This design comes from an exercise in tuning for small area, a short achievable clock period and few clock cycles per item on the open sky130 flow, not from production work. Function was checked by simulation only, so behaviour that the tests miss may differ from the original.

## design.v

```verilog
module mon_thresh (
    input  wire [1:0] st,
    input  wire [7:0] cnt,
    input  wire       en,        
    input  wire       init,      
    input  wire       uns,       
    input  wire       above,
    input  wire       below,
    input  wire [7:0] dwell,
    output reg  [1:0] nst,
    output reg  [7:0] ncnt,
    output wire [1:0] state_o,   
    output wire       event_o
);
    wire [1:0] s = init ? 2'b00 : st;
    wire [7:0] c = init ? 8'd0 : cnt;
    wire       is_set   = s[1] & s[0];
    wire       is_clear = s[1] & ~s[0];
    wire [7:0] a   = s[0] ? 8'd0 : c;
    wire [7:0] b   = s[0] ? c : 8'd0;
    wire [7:0] cs  = above ? a : b;
    wire [7:0] inc = (cs == 8'hff) ? cs : cs + 8'd1;
    wire       reach = (inc >= dwell);    
    always @* begin
        nst  = s;
        ncnt = c;
        if (!en) begin
            nst  = 2'b00;
            ncnt = 8'd0;
        end else if (!uns) begin
            if (above) begin
                if (is_set || reach) begin
                    nst  = 2'b11;
                    ncnt = 8'd0;
                end else begin
                    nst  = {s[1], 1'b0};
                    ncnt = inc;
                end
            end else if (below) begin
                if (is_clear || reach) begin
                    nst  = 2'b10;
                    ncnt = 8'd0;
                end else begin
                    nst  = {s[1], 1'b1};
                    ncnt = inc;
                end
            end else begin
                ncnt = 8'd0;
            end
        end
    end
    wire n_set = nst[1] & nst[0];
    assign state_o = {n_set, nst[1] & ~nst[0]};
    assign event_o = (n_set & ~is_set) | (is_set & nst[1] & ~nst[0]);
endmodule
module mon_post (
    input  wire               clk,
    input  wire               rst,
    input  wire               in_valid,
    output wire               in_ready,
    input  wire [4:0]         in_ch,
    input  wire signed [27:0] in_x,
    input  wire               in_ovf,
    input  wire               in_clip,
    input  wire               in_settle,
    input  wire               in_sharp,
    input  wire               in_clear,
    input  wire               in_enable,
    input  wire [2:0]         cfg_sh2,
    input  wire               cfg_dcb_en,
    input  wire               cfg_dcb_freeze,
    input  wire [4:0]         cfg_dcb_k,
    input  wire signed [31:0] cfg_gain,
    input  wire signed [31:0] cfg_offset,
    input  wire               cfg_tha_en,
    input  wire               cfg_tha_dir,
    input  wire [7:0]         cfg_tha_dwell,
    input  wire [15:0]        cfg_tha_hyst,
    input  wire signed [31:0] cfg_tha_level,
    input  wire               cfg_thb_en,
    input  wire               cfg_thb_dir,
    input  wire [7:0]         cfg_thb_dwell,
    input  wire [15:0]        cfg_thb_hyst,
    input  wire signed [31:0] cfg_thb_level,
    input  wire [15:0]        therm_warn,
    input  wire [15:0]        therm_alarm,
    input  wire [15:0]        therm_shut,
    input  wire [7:0]         therm_hyst,
    input  wire [7:0]         therm_dwell,
    output reg                out_valid,
    output reg  [4:0]         out_ch,
    output reg  [31:0]        out_eng,
    output reg  [23:0]        out_y,
    output reg  [5:0]         out_flags,
    output reg                out_evt_a,
    output reg                out_evt_b,
    output reg  [1:0]         out_tha_state,
    output reg  [1:0]         out_thb_state,
    output reg  [5:0]         out_uns_left,
    output reg  [2:0]         out_therm_set,
    output reg  [1:0]         out_therm_level
);
    assign in_ready = 1'b1;
    reg rst_q;
    always @(posedge clk) rst_q <= rst;
    wire signed [27:0] x_sh = in_x >>> cfg_sh2;
    wire               ovf2 = (x_sh[27:23] != {5{x_sh[27]}});
    wire signed [23:0] y_in = ovf2 ? {x_sh[27], {23{~x_sh[27]}}} : x_sh[23:0];
    wire in_has_dcb = in_ch[4] | (in_ch[3] & in_ch[2]);
    wire in_dcb_on  = in_has_dcb & cfg_dcb_en;
    wire in_feed    = (in_ch == 5'd8) || (in_ch == 5'd10);
    wire [23:0] in_oh = 24'd1 << in_ch;
    reg               s0_valid;
    reg [4:0]         s0_ch;
    reg [23:0]        s0_oh;
    reg signed [23:0] s0_y;
    reg               s0_ovf, s0_clip, s0_settle, s0_sharp, s0_enable;
    reg               s0_use_m, s0_upd, s0_frozen;
    reg [4:0]         s0_dcb_k;
    reg signed [31:0] s0_gain, s0_offset;
    reg               s0_tha_en, s0_tha_dir, s0_thb_en, s0_thb_dir;
    reg [7:0]         s0_tha_dwell, s0_thb_dwell;
    reg [15:0]        s0_tha_hyst, s0_thb_hyst;
    reg signed [31:0] s0_tha_level, s0_thb_level;
    reg [15:0]        s0_warn, s0_alarm, s0_shut;
    reg [7:0]         s0_thyst, s0_tdwell;
    always @(posedge clk) begin
        if (rst) s0_valid <= 1'b0;
        else     s0_valid <= in_valid;
        s0_ch         <= in_ch;
        s0_oh         <= in_oh;
        s0_y          <= y_in;
        s0_ovf        <= in_ovf | ovf2;
        s0_clip       <= in_clip;
        s0_settle     <= in_settle;
        s0_sharp      <= in_sharp;
        s0_enable     <= in_enable;
        s0_use_m      <= in_dcb_on & ~in_clear & ~in_enable;
        s0_upd        <= in_dcb_on & ~cfg_dcb_freeze;
        s0_frozen     <= in_dcb_on & cfg_dcb_freeze;
        s0_dcb_k      <= (cfg_dcb_k < 5'd4) ? 5'd4 : (cfg_dcb_k > 5'd16) ? 5'd16 : cfg_dcb_k;
        s0_gain       <= cfg_gain;
        s0_offset     <= cfg_offset;
        s0_tha_en     <= cfg_tha_en | in_feed;
        s0_tha_dir    <= cfg_tha_dir | in_feed;
        s0_tha_dwell  <= cfg_tha_dwell;
        s0_tha_hyst   <= cfg_tha_hyst;
        s0_tha_level  <= cfg_tha_level;
        s0_thb_en     <= cfg_thb_en;
        s0_thb_dir    <= cfg_thb_dir;
        s0_thb_dwell  <= cfg_thb_dwell;
        s0_thb_hyst   <= cfg_thb_hyst;
        s0_thb_level  <= cfg_thb_level;
        s0_warn       <= therm_warn;
        s0_alarm      <= therm_alarm;
        s0_shut       <= therm_shut;
        s0_thyst      <= therm_hyst;
        s0_tdwell     <= therm_dwell;
    end
    reg  [24*12-1:0] dcb_m;
    reg  [6*24-1:0]  uns_rem;
    reg  [5:0]       rem_rd;
    integer c;
    always @* begin
        rem_rd = 6'd0;
        for (c = 0; c < 24; c = c + 1)
            rem_rd = rem_rd | (uns_rem[c * 6 +: 6] & {6{s0_oh[c]}});
    end
    wire signed [24:0] d;
    wire signed [23:0] m_next;
    mon_dcb u_dcb (
        .mq(dcb_m), .sel(s0_oh[23:12]), .y(s0_y), .use_m(s0_use_m), .upd(s0_upd),
        .k(s0_dcb_k), .d(d), .m_next(m_next)
    );
    wire [5:0] rem_cur  = s0_settle ? (s0_sharp ? 6'd34 : 6'd17) : rem_rd;
    wire       uns      = (rem_cur != 6'd0);
    wire [5:0] rem_next = uns ? rem_cur - 6'd1 : 6'd0;
    wire [23:0] m_wr   = rst_q ? 24'd0 : m_next;
    wire [5:0]  rem_wr = rst_q ? 6'd0 : rem_next;
    genvar g;
    generate
        for (g = 0; g < 12; g = g + 1) begin : g_dcb
            wire sel = s0_valid & s0_oh[g + 12];
            always @(posedge clk)
                if (rst_q | sel) dcb_m[g * 24 +: 24] <= m_wr;
        end
        for (g = 0; g < 24; g = g + 1) begin : g_uns
            wire sel = s0_valid & s0_oh[g];
            always @(posedge clk)
                if (rst_q | sel) uns_rem[g * 6 +: 6] <= rem_wr;
        end
    endgenerate
    reg               s1_valid;
    reg [4:0]         s1_ch;
    reg signed [24:0] s1_yp;
    reg               s1_ovf, s1_clip, s1_frozen, s1_uns, s1_init;
    reg [5:0]         s1_rem;
    reg signed [31:0] s1_gain, s1_offset;
    reg               s1_tha_en, s1_tha_dir, s1_thb_en, s1_thb_dir;
    reg [7:0]         s1_tha_dwell, s1_thb_dwell;
    reg [15:0]        s1_tha_hyst, s1_thb_hyst;
    reg signed [31:0] s1_tha_level, s1_thb_level;
    reg [15:0]        s1_warn, s1_alarm, s1_shut;
    reg [7:0]         s1_thyst, s1_tdwell;
    always @(posedge clk) begin
        if (rst) s1_valid <= 1'b0;
        else     s1_valid <= s0_valid;
        s1_ch        <= s0_ch;
        s1_yp        <= d;
        s1_ovf       <= s0_ovf;
        s1_clip      <= s0_clip;
        s1_frozen    <= s0_frozen;
        s1_uns       <= uns;
        s1_init      <= s0_enable;
        s1_rem       <= rem_next;
        s1_gain      <= s0_gain;
        s1_offset    <= s0_offset;
        s1_tha_en    <= s0_tha_en;
        s1_tha_dir   <= s0_tha_dir;
        s1_tha_dwell <= s0_tha_dwell;
        s1_tha_hyst  <= s0_tha_hyst;
        s1_tha_level <= s0_tha_level;
        s1_thb_en    <= s0_thb_en;
        s1_thb_dir   <= s0_thb_dir;
        s1_thb_dwell <= s0_thb_dwell;
        s1_thb_hyst  <= s0_thb_hyst;
        s1_thb_level <= s0_thb_level;
        s1_warn      <= s0_warn;
        s1_alarm     <= s0_alarm;
        s1_shut      <= s0_shut;
        s1_thyst     <= s0_thyst;
        s1_tdwell    <= s0_tdwell;
    end
    wire [57:0] ps, pc;
    mon_mul u_mul (.yp(s1_yp), .gain(s1_gain), .offset(s1_offset), .ps(ps), .pc(pc));
    wire signed [33:0] tha_lb, thb_lb;
    wire [50:0]        tm_lb;
    mon_bounds u_bnd (
        .a_dir(s1_tha_dir), .a_hyst(s1_tha_hyst), .a_level(s1_tha_level),
        .b_dir(s1_thb_dir), .b_hyst(s1_thb_hyst), .b_level(s1_thb_level),
        .warn(s1_warn), .alarm(s1_alarm), .shut(s1_shut), .thyst(s1_thyst),
        .a_lb(tha_lb), .b_lb(thb_lb), .t_lb(tm_lb)
    );
    reg               s2_valid;
    reg [4:0]         s2_ch;
    reg [57:0]        s2_ps, s2_pc;
    reg [23:0]        s2_y;
    reg               s2_ovf, s2_clip, s2_frozen, s2_uns, s2_init;
    reg [5:0]         s2_rem;
    reg               s2_tha_en, s2_tha_dir, s2_thb_en, s2_thb_dir;
    reg [7:0]         s2_tha_dwell, s2_thb_dwell;
    reg signed [33:0] s2_tha_lb, s2_thb_lb;
    reg signed [31:0] s2_tha_level, s2_thb_level;
    reg [15:0]        s2_warn, s2_alarm, s2_shut;
    reg [50:0]        s2_tlb;
    reg [7:0]         s2_tdwell;
    always @(posedge clk) begin
        if (rst) s2_valid <= 1'b0;
        else     s2_valid <= s1_valid;
        s2_ch        <= s1_ch;
        s2_ps        <= ps;
        s2_pc        <= pc;
        s2_y         <= s1_yp[23:0];
        s2_ovf       <= s1_ovf;
        s2_clip      <= s1_clip;
        s2_frozen    <= s1_frozen;
        s2_uns       <= s1_uns;
        s2_init      <= s1_init;
        s2_rem       <= s1_rem;
        s2_tha_en    <= s1_tha_en;
        s2_tha_dir   <= s1_tha_dir;
        s2_tha_dwell <= s1_tha_dwell;
        s2_tha_lb    <= tha_lb;
        s2_tha_level <= s1_tha_level;
        s2_thb_en    <= s1_thb_en;
        s2_thb_dir   <= s1_thb_dir;
        s2_thb_dwell <= s1_thb_dwell;
        s2_thb_lb    <= thb_lb;
        s2_thb_level <= s1_thb_level;
        s2_warn      <= s1_warn;
        s2_alarm     <= s1_alarm;
        s2_shut      <= s1_shut;
        s2_tlb       <= tm_lb;
        s2_tdwell    <= s1_tdwell;
    end
    wire signed [31:0] e;
    wire ab_a, bl_a, ab_b, bl_b;
    wire [2:0] ab_t, bl_t;
    mon_eng u_eng (
        .ps(s2_ps), .pc(s2_pc),
        .a_dir(s2_tha_dir), .a_lb(s2_tha_lb), .a_level(s2_tha_level),
        .b_dir(s2_thb_dir), .b_lb(s2_thb_lb), .b_level(s2_thb_level),
        .warn(s2_warn), .alarm(s2_alarm), .shut(s2_shut), .t_lb(s2_tlb),
        .e(e), .ab_a(ab_a), .bl_a(bl_a), .ab_b(ab_b), .bl_b(bl_b), .ab_t(ab_t), .bl_t(bl_t)
    );
    reg               s3_valid;
    reg [4:0]         s3_ch;
    reg [23:0]        s3_oh;
    reg [31:0]        s3_eng;
    reg [23:0]        s3_y;
    reg               s3_ovf, s3_clip, s3_frozen, s3_uns, s3_init;
    reg [5:0]         s3_rem;
    reg               s3_tha_en, s3_thb_en;
    reg               s3_ab_a, s3_bl_a, s3_ab_b, s3_bl_b;
    reg [2:0]         s3_ab_t, s3_bl_t;
    reg [7:0]         s3_tha_dwell, s3_thb_dwell, s3_tdwell;
    always @(posedge clk) begin
        if (rst) s3_valid <= 1'b0;
        else     s3_valid <= s2_valid;
        s3_ch        <= s2_ch;
        s3_oh        <= 24'd1 << s2_ch;
        s3_eng       <= e;
        s3_y         <= s2_y;
        s3_ovf       <= s2_ovf;
        s3_clip      <= s2_clip;
        s3_frozen    <= s2_frozen;
        s3_uns       <= s2_uns;
        s3_init      <= s2_init;
        s3_rem       <= s2_rem;
        s3_tha_en    <= s2_tha_en;
        s3_thb_en    <= s2_thb_en;
        s3_ab_a      <= ab_a;
        s3_bl_a      <= bl_a;
        s3_ab_b      <= ab_b;
        s3_bl_b      <= bl_b;
        s3_ab_t      <= ab_t;
        s3_bl_t      <= bl_t;
        s3_tha_dwell <= s2_tha_dwell;
        s3_thb_dwell <= s2_thb_dwell;
        s3_tdwell    <= s2_tdwell;
    end
    reg  [10*24-1:0] tha_q, thb_q;
    reg  [30*8-1:0]  tm_q;       
    reg  [9:0]  tha_rd, thb_rd;
    reg  [29:0] tm_rd;
    always @* begin
        tha_rd = 10'd0;
        thb_rd = 10'd0;
        tm_rd  = 30'd0;
        for (c = 0; c < 24; c = c + 1) begin
            tha_rd = tha_rd | (tha_q[c * 10 +: 10] & {10{s3_oh[c]}});
            thb_rd = thb_rd | (thb_q[c * 10 +: 10] & {10{s3_oh[c]}});
        end
        for (c = 0; c < 8; c = c + 1)
            tm_rd = tm_rd | (tm_q[c * 30 +: 30] & {30{s3_oh[c]}});
    end
    wire        is_sensor = ~s3_ch[4] & ~s3_ch[3];
    wire [1:0] tha_nst, thb_nst, tha_so, thb_so;
    wire [7:0] tha_ncnt, thb_ncnt;
    wire       evt_a, evt_b;
    mon_thresh u_tha (
        .st(tha_rd[9:8]), .cnt(tha_rd[7:0]), .en(s3_tha_en), .init(s3_init), .uns(s3_uns),
        .above(s3_ab_a), .below(s3_bl_a), .dwell(s3_tha_dwell),
        .nst(tha_nst), .ncnt(tha_ncnt), .state_o(tha_so), .event_o(evt_a)
    );
    mon_thresh u_thb (
        .st(thb_rd[9:8]), .cnt(thb_rd[7:0]), .en(s3_thb_en), .init(s3_init), .uns(s3_uns),
        .above(s3_ab_b), .below(s3_bl_b), .dwell(s3_thb_dwell),
        .nst(thb_nst), .ncnt(thb_ncnt), .state_o(thb_so), .event_o(evt_b)
    );
    genvar k;
    wire [29:0] tm_nq;
    wire [2:0]  tm_set;
    generate
        for (k = 0; k < 3; k = k + 1) begin : g_therm
            wire [1:0] so;
            wire       unused_evt;
            mon_thresh u_tm (
                .st(tm_rd[10 * k + 8 +: 2]), .cnt(tm_rd[10 * k +: 8]), .en(1'b1), .init(s3_init),
                .uns(s3_uns), .above(s3_ab_t[k]), .below(s3_bl_t[k]), .dwell(s3_tdwell),
                .nst(tm_nq[10 * k + 8 +: 2]), .ncnt(tm_nq[10 * k +: 8]), .state_o(so),
                .event_o(unused_evt)
            );
            assign tm_set[k] = so[1];
        end
    endgenerate
    reg [2:0] lvl_any;
    integer s, j;
    always @* begin
        for (j = 0; j < 3; j = j + 1) begin
            lvl_any[j] = 1'b0;
            for (s = 0; s < 8; s = s + 1) begin
                if (s3_oh[s])
                    lvl_any[j] = lvl_any[j] | tm_set[j];
                else
                    lvl_any[j] = lvl_any[j] | (tm_q[30 * s + 10 * j + 9] & tm_q[30 * s + 10 * j + 8]);
            end
        end
    end
    wire [1:0] level_now = lvl_any[2] ? 2'd3 : lvl_any[1] ? 2'd2 : lvl_any[0] ? 2'd1 : 2'd0;
    wire [9:0]  tha_wr = rst_q ? 10'd0 : {tha_nst, tha_ncnt};
    wire [9:0]  thb_wr = rst_q ? 10'd0 : {thb_nst, thb_ncnt};
    wire [29:0] tm_wr  = rst_q ? 30'd0 : tm_nq;
    generate
        for (g = 0; g < 24; g = g + 1) begin : g_th
            wire sel = s3_valid & s3_oh[g];
            always @(posedge clk)
                if (rst_q | sel) begin
                    tha_q[g * 10 +: 10] <= tha_wr;
                    thb_q[g * 10 +: 10] <= thb_wr;
                end
        end
        for (g = 0; g < 8; g = g + 1) begin : g_tm
            wire sel = s3_valid & s3_oh[g];
            always @(posedge clk)
                if (rst_q | sel) tm_q[g * 30 +: 30] <= tm_wr;
        end
    endgenerate
    always @(posedge clk) begin
        if (rst) out_valid <= 1'b0;
        else     out_valid <= s3_valid;
        out_ch          <= s3_ch;
        out_eng         <= s3_eng;
        out_y           <= s3_y;
        out_flags       <= {thb_so[1], tha_so[1], s3_frozen, s3_clip, s3_ovf, s3_uns};
        out_evt_a       <= evt_a;
        out_evt_b       <= evt_b;
        out_tha_state   <= tha_so;
        out_thb_state   <= thb_so;
        out_uns_left    <= s3_rem;
        out_therm_set   <= is_sensor ? tm_set : 3'd0;
        out_therm_level <= level_now;
    end
endmodule
module mon_dcb (
    input  wire [24*12-1:0]   mq,       
    input  wire [11:0]        sel,      
    input  wire signed [23:0] y,
    input  wire               use_m,    
    input  wire               upd,      
    input  wire [4:0]         k,        
    output wire signed [24:0] d,
    output wire signed [23:0] m_next
);
    reg signed [23:0] m_rd;
    integer c;
    always @* begin
        m_rd = 24'd0;
        for (c = 0; c < 12; c = c + 1)
            m_rd = m_rd | (mq[c * 24 +: 24] & {24{sel[c]}});
    end
    wire signed [23:0] m_cur = use_m ? m_rd : 24'sd0;
    assign d = {y[23], y} - {m_cur[23], m_cur};
    wire signed [23:0] mh    = m_cur >>> k;
    wire signed [23:0] yh    = y >>> k;
    wire [15:0]        lmask = ~(16'hffff << k);
    wire               b     = (y[15:0] & lmask) < (m_cur[15:0] & lmask);
    wire [23:0]        m_sum = m_cur + ~mh + yh + {23'd0, ~b};
    assign m_next = upd ? m_sum : m_cur;    
endmodule
module mon_mul (
    input  wire signed [24:0] yp,
    input  wire signed [31:0] gain,
    input  wire signed [31:0] offset,
    output wire [57:0]        ps,
    output wire [57:0]        pc
);
    function [115:0] csa;    
        input [57:0] a, b, c;
        begin
            csa[57:0]   = a ^ b ^ c;
            csa[115:58] = {(a[56:0] & b[56:0]) | (a[56:0] & c[56:0]) | (b[56:0] & c[56:0]), 1'b0};
        end
    endfunction
    reg [57:0] r [0:14];
    reg [2:0]  bd;
    reg        b_one, b_two;
    reg [12:0] b_neg;
    reg [32:0] b_mag, b_pp;
    reg [57:0] cst;
    wire [25:0] ypx = {yp[24], yp};
    integer bi;
    always @* begin
        cst = 58'd0;
        for (bi = 0; bi < 13; bi = bi + 1) begin
            bd        = {ypx[2 * bi + 1], ypx[2 * bi], (bi == 0) ? 1'b0 : ypx[2 * bi - 1]};
            b_one     = bd[1] ^ bd[0];
            b_two     = (bd == 3'b100) || (bd == 3'b011);
            b_neg[bi] = bd[2];
            b_mag     = b_one ? {gain[31], gain} : b_two ? {gain, 1'b0} : 33'd0;
            b_pp      = b_mag ^ {33{bd[2]}};
            r[bi]     = {25'd0, ~b_pp[32], b_pp[31:0]} << (2 * bi);
            if (bi > 0) r[bi][2 * bi - 2] = b_neg[bi - 1];
            cst = cst - (58'd1 << (2 * bi + 32));
        end
        cst = cst - (58'd1 << 51);
        r[13] = {6'd0, ~offset[31], offset[30:0], 20'd0};
        r[14] = cst | {33'd0, b_neg[12], 24'd0};
    end
    wire [115:0] l1a = csa(r[0], r[1], r[2]);
    wire [115:0] l1b = csa(r[3], r[4], r[5]);
    wire [115:0] l1c = csa(r[6], r[7], r[8]);
    wire [115:0] l1d = csa(r[9], r[10], r[11]);
    wire [115:0] l1e = csa(r[12], r[13], r[14]);
    wire [115:0] l2a = csa(l1a[57:0], l1a[115:58], l1b[57:0]);
    wire [115:0] l2b = csa(l1b[115:58], l1c[57:0], l1c[115:58]);
    wire [115:0] l2c = csa(l1d[57:0], l1d[115:58], l1e[57:0]);
    wire [115:0] l3a = csa(l2a[57:0], l2a[115:58], l2b[57:0]);
    wire [115:0] l3b = csa(l2b[115:58], l2c[57:0], l2c[115:58]);
    wire [115:0] l4a = csa(l3a[57:0], l3a[115:58], l3b[57:0]);
    wire [115:0] l5a = csa(l4a[57:0], l4a[115:58], l3b[115:58]);
    wire [115:0] l6a = csa(l5a[57:0], l5a[115:58], l1e[115:58]);
    assign ps = l6a[57:0];
    assign pc = l6a[115:58];
endmodule
module mon_eng (
    input  wire [57:0]        ps,
    input  wire [57:0]        pc,
    input  wire               a_dir,
    input  wire signed [33:0] a_lb,
    input  wire signed [31:0] a_level,
    input  wire               b_dir,
    input  wire signed [33:0] b_lb,
    input  wire signed [31:0] b_level,
    input  wire [15:0]        warn,
    input  wire [15:0]        alarm,
    input  wire [15:0]        shut,
    input  wire [50:0]        t_lb,
    output wire signed [31:0] e,
    output wire               ab_a,
    output wire               bl_a,
    output wire               ab_b,
    output wire               bl_b,
    output wire [2:0]         ab_t,
    output wire [2:0]         bl_t
);
    wire [57:0]        acc     = ps + pc;
    wire               eng_ovf = (acc[57:51] != {7{acc[57]}});
    assign e = eng_ovf ? {acc[57], {31{~acc[57]}}} : acc[51:20];
    assign ab_a = a_dir ? (e <= a_level) : (e >= a_level);
    assign bl_a = a_dir ? (e >= a_lb) : (e <= a_lb);
    assign ab_b = b_dir ? (e <= b_level) : (e >= b_level);
    assign bl_b = b_dir ? (e >= b_lb) : (e <= b_lb);
    wire signed [16:0] e17   = e[16:0];
    wire               e_fit = (e[31:16] == {16{e[16]}});
    wire signed [16:0] tlev [0:2];
    wire signed [16:0] tlb  [0:2];
    assign tlev[0] = {warn[15], warn};
    assign tlev[1] = {alarm[15], alarm};
    assign tlev[2] = {shut[15], shut};
    genvar k;
    generate
        for (k = 0; k < 3; k = k + 1) begin : g_tcmp
            assign tlb[k]  = t_lb[17 * k +: 17];
            assign ab_t[k] = e_fit ? (e17 >= tlev[k]) : ~e[31];
            assign bl_t[k] = e_fit ? (e17 <= tlb[k])  : e[31];
        end
    endgenerate
endmodule
module mon_bounds (
    input  wire               a_dir,
    input  wire [15:0]        a_hyst,
    input  wire signed [31:0] a_level,
    input  wire               b_dir,
    input  wire [15:0]        b_hyst,
    input  wire signed [31:0] b_level,
    input  wire signed [15:0] warn,
    input  wire signed [15:0] alarm,
    input  wire signed [15:0] shut,
    input  wire [7:0]         thyst,
    output wire signed [33:0] a_lb,
    output wire signed [33:0] b_lb,
    output wire [50:0]        t_lb
);
    wire signed [16:0] hya = {1'b0, a_hyst};
    wire signed [16:0] hyb = {1'b0, b_hyst};
    wire signed [8:0]  hyt = {1'b0, thyst};
    assign a_lb = a_dir ? (a_level + hya) : (a_level - hya);
    assign b_lb = b_dir ? (b_level + hyb) : (b_level - hyb);
    wire signed [16:0] lw = warn - hyt;
    wire signed [16:0] la = alarm - hyt;
    wire signed [16:0] ls = shut - hyt;
    assign t_lb = {ls, la, lw};
endmodule
```

## run.sh

```bash
#!/bin/bash
# synth_recipe.tcl (not shown) runs the flow's synth.tcl, then flattens the netlist and writes it again
# the make line also repeats each setting of config.mk as NAME=value (left out here)
make -C /OpenROAD-flow-scripts/flow DESIGN_CONFIG=/design/flow/config.mk WORK_HOME=/design/flow/orfs CLKGATE_MAP_FILE= SYNTH_SCRIPT=/design/flow/synth_recipe.tcl finish
```

## config.mk

```make
export PLATFORM = sky130hd
export DESIGN_NAME = mon_post
export DESIGN_NICKNAME = mon_post
export VERILOG_FILES = /design/flow/design.v
export SDC_FILE = /design/flow/constraint.sdc
export NUM_CORES = 4
export LEC_CHECK = 0
export CAP_MARGIN = 20
export CORE_MARGIN = 2
export CORE_UTILIZATION = 50
export PLACE_DENSITY = 0.6
export SLEW_MARGIN = 20
export SYNTH_HIERARCHICAL = 1
```

## constraint.sdc

```tcl
create_clock -name core_clock -period 24.0 [get_ports {clk}]
set_input_delay 4.8000 -clock core_clock [delete_from_list [all_inputs] [get_ports {clk}]]
set_output_delay 4.8000 -clock core_clock [all_outputs]
set_load 0.01 [all_outputs]
```

==> summary.md <==
| Metric | Value |
|---|---|
| Post-CTS setup buffers | `0` |
| Nets | `about 11000` |
| Worst r2r dst | `dcb_m[214]` |
| Max Slew Vio Count | `0` |
| Result of the run | `finished clean` |
| Worst Skew | `roughly 0.1 ns` |
| Worst Setup SP | `s0_oh[12]` |
| Resize count post-CTS | `0` |
| Met1 WL | `between 100000 and 150000 µm` |
| Min cycle time layout | `between 7 and 8 ns` |
| Drt pass-1 iters | `6` |
| Fin. Hold Viols | `0` |
| Initial antenna violation count | `20` |
| DIE HEIGHT | `between 400 and 500 µm` |
| Post-route ant nets | `0` |
| Num rows | `approximately 170` |
| Share of layout cells above drive strength 1 | `0.0865` |
| GP Congestion | `between 0.9 and 1` |
| I/O Buffers | `380` |
| Total GRT Usage | `0.294` |
| Crit Path Max Fanout | `25` |
| Fmax | `between 0.1 and 0.15 GHz` |
| Syn Std Cell Area | `between 100000 and 150000 µm²` |
| CP most frequent cell | `nor2b_1` |
| Setup Total Neg Slack | `0 ns` |
| Clock buffer depth | `3` |
| Worst Setup EP | `dcb_m[214]` |
| Slew headroom | `0.205` |
| Hold Buf Count CTS | `0` |
| Startpoint Class | `register` |
| Die footprint | `between 200000 and 250000 µm²` |
| CP arrival | `slightly above 8 ns` |
| Maximum Capacitance Violations | `0` |
| DP Wirelength | `about 230000 µm` |
| Reg2Reg Depth | `29` |
| R2R Setup Slk | `~17 ns` |
| Core ar. | `~220000 µm²` |
| Yosys Warn Count | `12` |
| Largest net degree at the start of global routing | `66` |
| FF-to-FF Start | `s0_oh[12]` |
| Htree depth | `4` |
| Avg Cell Area, Syn | `11.7 µm²` |
| Met3 wire length | `between 20000 and 30000 µm` |
| Worst Path Required | `around 25 ns` |
| DR WL met2 | `164000 µm` |
| Initial Util | `0.503` |
| Crit Path Class | `reg -> reg` |
| Worst Tran Pin Value | `around 1.2 ns` |
| Initial DRC count | `between 7000 and 8000` |
| DRC | `0` |
| Worst-Skew Late Latency | `0.93 ns` |
| Tcrit/Tclk final | `0.310` |
| Clock slew seen by the registers of the worst setup and hold paths | `0.06 ns` |
| Worst path max stage delay | `around 0.60 ns` |
| TritonCTS Sinks | `around 2400` |
| DR top layer | `met5` |
| Total Routed Length | `344000 µm` |
| Vias in the first global route | `slightly below 80000` |
| Die W | `479 µm` |
| Cell count after synthesis | `9628` |
| Slowest CP cell | `dfxtp_1` |
| CTS root buffer | `clkbuf_16` |
| WL per Instance | `~26 µm` |
| Tightest Hold Check Type | `reg -> reg` |
| CTS tree | `built` |
| Vias per inst | `just under 6` |
| Setup-failing EPs final | `0` |
| Global-route wire length before repair | `between 500000 and 600000 µm` |
| IO Pins | `~380` |
| Via Count | `about 80000` |
| Gr ovfl total | `0` |
| Final Core Density | `0.572` |
| Crit. End Element | `register` |
| Total CTS buffers | `235` |
| RSZ-0062 raised after global routing | `no` |
| Area grow syn2layout | `13.7%` |
## stage by stage
stage / hold WS, ns / area, µm² / setup slack [ns] / instances
floorplan: 0.310 / 113000 / 17.45 / 9652
global placement: 0.311 / 120000 / 16.53 / 12708
detailed placement: 0.312 / 120000 / 16.47 / 12708
CTS: 0.277 / 128000 / 16.59 / 13158
global route: 0.301 / 128000 / 16.05 / 13172
finish: 0.281 / 128000 / 16.55 / 13176
## worst max-delay path, delay by kind of cell, from the launching register on
kind,cells,cell delay (ns)
mux,1,0.23
compound gates,14,2.69
fa+ha+maj,4,1.49
buf+inv,2,0.55
xor+xnor,1,0.17
simple gates,7,1.40
flops,1,0.60
## flip-flops by register name (all words and copies together), names as in the netlist, 51 cells and up
name     cells
s2_pc       58
s2_tlb      51
s2_ps       58
thb_q      240
tm_q       240
tha_q      240
uns_rem    144
dcb_m      288
## metal layers
layer,GRT usage,vias to the layer above
met4,0.132,2
met1,0.378,38663
met2,0.489,3426
met3,0.0469,778
met5,0,-
li1,-,35014
## how the worst min path moves through the flow
stage	startpoint	to	slack, ns	cells after the start
finish	s0_offset[6]	s1_offset[6]	0.28	0
global route	s0_offset[6]	s1_offset[6]	0.30	0
CTS	s0_offset[6]	s1_offset[6]	0.28	0
detailed placement	s2_frozen	s3_frozen	0.31	0
global placement	s3_rem[0]	out_uns_left[0]	0.31	0
floorplan	s3_ch[0]	out_ch[0]	0.31	0
## placed cells by master (no fill, tap or decap), types with 32 or more instances in the layout
master,count
dfxtp_1,1204
edfxtp_1,1152
inv_1,883
a22oi_1,767
ha_1,646
xnor2_1,474
nor2_1,429
nand2_1,421
fa_1,392
clkdlybuf4s50_1,380
a21oi_1,343
o21ai_0,285
clkbuf_16,245
buf_4,213
nand4_1,176
nor2b_1,171
a21o_1,154
mux2i_1,138
xor2_1,135
nand3_1,113
nor3_1,94
o21a_1,71
nand2b_1,69
a22o_1,64
o31ai_1,54
mux2_2,54
a221oi_1,51
a31oi_1,45
or3_1,42
clkinv_2,39
nor4_1,38
a211oi_1,37
o211ai_1,35
clkbuf_8,34
clkbuf_1,33
o22ai_1,32
## final cells by class
cell class	count	area, µm²
well taps	2992	3740
flip-flops and latches	2382	59300
clock inverters	135	1620
diodes	17	42.5
inverters	892	3350
fillers	18785	96200
repair buffers	594	5410
clock buffers	315	6740
multi-input cells	5849	48300
Testbench counts, summed over its fixed seeds: cycles 32,040, items 32,000.

-- what the ideal ports hide --
Ports are ideal in the flow. The routed layout listed here was re-timed in OpenROAD.
Step 1 assumes that a clkbuf_16 drives the clock port and a buf_2 every other input.
Step 2 adds t to the input delays and takes it off the output delays; t is the mean of the earliest and latest rising clock arrival at the registers after step 1. Input paths then give back, and output paths get back, about the clock's delay inside the block.
Three values: ideal ports, drivers, drivers and shift; two values: the first two.
t (ns): 0.973
setup WS [ns]: 16.550 / 16.550 / 16.396
worst setup path at the end: input to register
worst slew at a driven data input, ns: 0.07
After both steps setup and hold are still met in this run. For this run, drivers alone change the setup slack by 0.000 ns; drivers and shift together by -0.154 ns.
